Source: an optimization exercise on an open RTL-to-GDS flow (aim: small area). Production flows keep margins and buffers that such runs may drop. Function was checked by simulation only, so behaviour that the tests miss may differ from the original.

quartz:
## hall_tracker
module hall_tracker (
    input  wire        clk,
    input  wire        rst,
    input  wire        hdir,
    input  wire [10:0] hofs,
    input  wire [8:0]  spdto,
    input  wire [6:0]  invmax,
    input  wire [15:0] cpmm,
    input  wire        cmd_valid,
    output wire        cmd_ready,
    input  wire [1:0]  cmd_op,
    input  wire [31:0] cmd_tgate,
    input  wire [2:0]  cmd_hst,
    input  wire        cmd_ovf,
    input  wire [1:0]  cmd_ne,
    input  wire [31:0] cmd_ts0,
    input  wire [2:0]  cmd_st0,
    input  wire [31:0] cmd_ts1,
    input  wire [2:0]  cmd_st1,
    input  wire [31:0] cmd_delta,
    output reg  [2:0]  hstate,
    output reg  [2:0]  sector,
    output reg         still,
    output reg         dir,
    output reg  [1:0]  posq,
    output reg         hinv,
    output reg         hflt,
    output reg         hskip,
    output reg         spdsat,
    output reg         edgeovr,
    output reg         nots,
    output reg  [15:0] raw,
    output reg  [31:0] track,
    output reg  [31:0] pos,
    output reg  [15:0] spd,
    output reg  [15:0] v4,
    output reg  [31:0] edget,
    output wire [31:0] edgei,
    output reg  [10:0] elpos,
    output reg  [7:0]  frac,
    output reg  [7:0]  invcnt,
    output reg  [7:0]  skipcnt,
    output reg  [7:0]  ovrcnt,
    output reg  [7:0]  misscnt
);
For scale: about 2700 cells after synthesis, roughly 450 flip-flops, roughly 25000 um2 of cells after synthesis.
==> flow/config.mk <==
export PLATFORM = sky130hd
export DESIGN_NAME = hall_tracker
export DESIGN_NICKNAME = hall_tracker
export VERILOG_FILES = /design/flow/design.v
export SDC_FILE = /design/flow/constraint.sdc
export NUM_CORES = 4
export LEC_CHECK = 0
export ABC_AREA = 1
export CAP_MARGIN = 20
export CORE_MARGIN = 2
export CORE_UTILIZATION = 40
export CTS_BUF_LIST = sky130_fd_sc_hd__clkbuf_8
export CTS_CLUSTER_DIAMETER = 50
export CTS_CLUSTER_SIZE = 20
export GPL_TIMING_DRIVEN = 0
export SLEW_MARGIN = 20
==> flow/constraint.sdc <==
create_clock -name core_clock -period 20.0 [get_ports {clk}]
set_input_delay 4.0000 -clock core_clock [delete_from_list [all_inputs] [get_ports {clk}]]
set_output_delay 4.0000 -clock core_clock [all_outputs]
set_load 0.01 [all_outputs]
standard.sh (not shown) runs the stock make flow with config.mk's settings and CLKGATE_MAP_FILE= SYNTH_SCRIPT=/design/flow/synth_recipe.tcl, a recipe that flattens the netlist after the stock synthesis.
==> flow/flow/run.sh <==
#!/bin/bash
# Standard layout, with plain buf_1 cells as the port buffers.
set -euo pipefail
export BUFFER_PORTS_ARGS="-buffer_cell sky130_fd_sc_hd__buf_1"
bash standard.sh > standard.log 2>&1
quartz went all the way through synthesis, placement and routing and the layout is clean on timing, DRC and antenna.
Input changes introduced in harbor (baseline for comparison: quartz):
Settings: ABC_AREA now 0, was 1; GPL_TIMING_DRIVEN no longer set, was 0.
Notes after the runs:
Diff quartz -> harbor: routed wire length decreased by about 10% relative to the old numbers; final worst-path cycle share closely matched the old numbers; post-detailed-placement half-perimeter wirelength decreased by 17% relative to the old numbers; number of non-clock buffers decreased by 7.9% relative to the old numbers. harbor vs quartz, critical path endpoint: rb[24] vs spd[14]. Compared quartz against harbor; fraction of the mapped netlist area in adder cells within noise. Summary of harbor over quartz: clock-buffer cell count climbed 3, critical path depth -3.9%.
Input-level comparison between cedar and harbor:
Settings: CORE_UTILIZATION now 50, was 40; ABC_AREA now 1, was 0.
==> comparison <==
- Taking harbor as the reference point, the global routing met2 resource utilization of cedar rises by 10 points.
- Synthesized cell count (higher): cedar
- Diff harbor -> cedar: multi-input gate area in the final layout saw a decrease, area taken by flip-flops and latches held steady.
- Setup slack is lower on harbor
Here is what was changed in the inputs of sierra compared with cedar.
Settings: changing CORE_UTILIZATION from 50 to 60.
## What came out
sierra reached the end of the flow, and the finished layout is clean on the timing, design-rule and antenna checks. | clock-buffer cell count | sierra vs cedar | 11% lower |. Compare cedar and sierra | depth of the critical timing path with buffers and inverters included lower: sierra. Number of tap cells inserted | sierra below cedar. Looking at final weighted congestion in routability-driven placement across cedar and sierra, the one that comes out higher is sierra.
[inputs] nickel vs sierra
Settings: CTS_CLUSTER_SIZE now 18, was 20.
--- outcome ---
Between nickel and sierra, post-route standard cell area excluding fillers is higher for sierra, nickel comes in under that. nickel and sierra ended up with roughly the same count of placed standard cells in the final layout, fillers left out. The higher met3 wirelength from detailed routing of nickel and sierra is in nickel. Diff sierra -> nickel: total wire length after detailed routing shows no meaningful change, wire length of the first global-routing pass roughly the same.

* * *

== v23 ==
Another version of the RTL of hall_tracker (not shown whole).
Size in the first run: ~2900 cells after synthesis, ~450 flip-flops, about 430 I/O pins, roughly 26000 um2 of cells after synthesis.
==> flow/config.mk <==
export PLATFORM = sky130hd
export DESIGN_NAME = hall_tracker
export DESIGN_NICKNAME = hall_tracker
export VERILOG_FILES = /design/flow/design.v
export SDC_FILE = /design/flow/constraint.sdc
export NUM_CORES = 4
export LEC_CHECK = 0
export ABC_AREA = 1
export CAP_MARGIN = 20
export CORE_MARGIN = 2
export CORE_UTILIZATION = 40
export CTS_BUF_LIST = sky130_fd_sc_hd__clkbuf_4
export CTS_CLUSTER_SIZE = 20
export SLEW_MARGIN = 20
==> flow/constraint.sdc <==
create_clock -name core_clock -period 20.0 [get_ports {clk}]
set_input_delay 4.0000 -clock core_clock [delete_from_list [all_inputs] [get_ports {clk}]]
set_output_delay 4.0000 -clock core_clock [all_outputs]
set_load 0.01 [all_outputs]
Scripts as last shown in full above: flow/flow/run.sh
No stage failed in v23, and the final checks on the layout all came back clean.
Modified inputs, v9 compared to v23
# v23
export LEC_CHECK = 0
export ABC_AREA = 1
export CAP_MARGIN = 20
export CORE_MARGIN = 2
export CORE_UTILIZATION = 40
export CTS_BUF_LIST = sky130_fd_sc_hd__clkbuf_4
export CTS_CLUSTER_SIZE = 20
export SLEW_MARGIN = 20
create_clock -name core_clock -period 20.0 [get_ports {clk}]
# v9
export LEC_CHECK = 0
export ABC_AREA = 1
export CAP_MARGIN = 20
export CORE_MARGIN = 2
export CORE_UTILIZATION = 40
export CTS_BUF_LIST = sky130_fd_sc_hd__clkbuf_8
export SLEW_MARGIN = 20
create_clock -name core_clock -period 20.0 [get_ports {clk}]
v9 -> v23: critical path depth delta 0, exact match
Final cell count was higher in v23 than in v9.
v23 → v9: core utilization dropped 0.54 points, global router's overall resource usage dropped 0.35 points, wire length on met3 dropped 0.35%, worst hold slack after final layout climbed 0.011 ns, sequential fraction of the synthesis area barely changed.
Via density per instance (v9 vs. v23) increases slightly
Compared with v23, v9 improves design area.

* * *

hall_tracker again, from the RTL that the note above started with.
clock: 20.0 ns
lec_check: 0
abc_area: 1
cap_margin: 20
core_margin: 2
core_utilization: 40
slew_margin: 20
Scripts as last shown in full above: flow/flow/run.sh
The baseline completed without violations.
Change:
==> flow/run.sh (new file) <==
#!/bin/bash
# synth_recipe.tcl (not shown) runs the flow's synth.tcl, then flattens the netlist and writes it again
# the make line also repeats each setting of config.mk as NAME=value (left out here)
make -C /OpenROAD-flow-scripts/flow DESIGN_CONFIG=/design/flow/config.mk WORK_HOME=/design/flow/orfs CLKGATE_MAP_FILE= SYNTH_SCRIPT=/design/flow/synth_recipe.tcl finish
removed: flow/flow/run.sh
removed: flow/standard.sh
Cell area came out higher by 8.6%.
Non-clock buffer count came out higher by 4.
Worst setup slack got worse by 0.054 ns.
Maximum frequency barely changes.
Count of clock-buffer cells in the layout came out higher by 2.

port drivers added, routing unchanged:
Ports are ideal in the flow. The routed layouts listed here were re-timed in OpenROAD.
Step 1: set_driving_cell puts a clkbuf_16 on clk and a buf_2 on each other input, an assumption about the parent block.
Step 2, shift: input delay + t, output delay - t, t = (earliest + latest rising clock arrival at the registers) / 2. This alone moves slack from input paths to output paths.
Three values: ideal, step 1, step 2; two values: the first two.
run | t (ns) | setup WS [ns] | pins driven straight from the clock port
quartz | 0.772 | 0.460 / 0.494 / -0.279 | 1
harbor | 0.756 | 0.472 / 0.505 / -0.251 | 1
cedar | 0.755 | 0.575 / 0.564 / -0.191 | 1
sierra | 0.750 | 0.500 / 0.493 / -0.258 | 1
nickel | 0.718 | 0.521 / 0.516 / -0.202 | 1
v23 | 1.058 | 0.621 / 0.616 / -0.442 | 1
v9 | 0.746 | 0.560 / 0.559 / -0.187 | 1
the first run of note 3 | 0.685 | 0.566 / 0.567 / -0.118 | 1
the second run of note 3 | 0.682 | 0.512 / 0.526 / -0.157 | 1
Met with ideal ports but missed after step 2: setup timing in every run listed. The setup slack of v23, which loses most, moves by -0.005 ns with the drivers and by -1.063 ns with both steps.
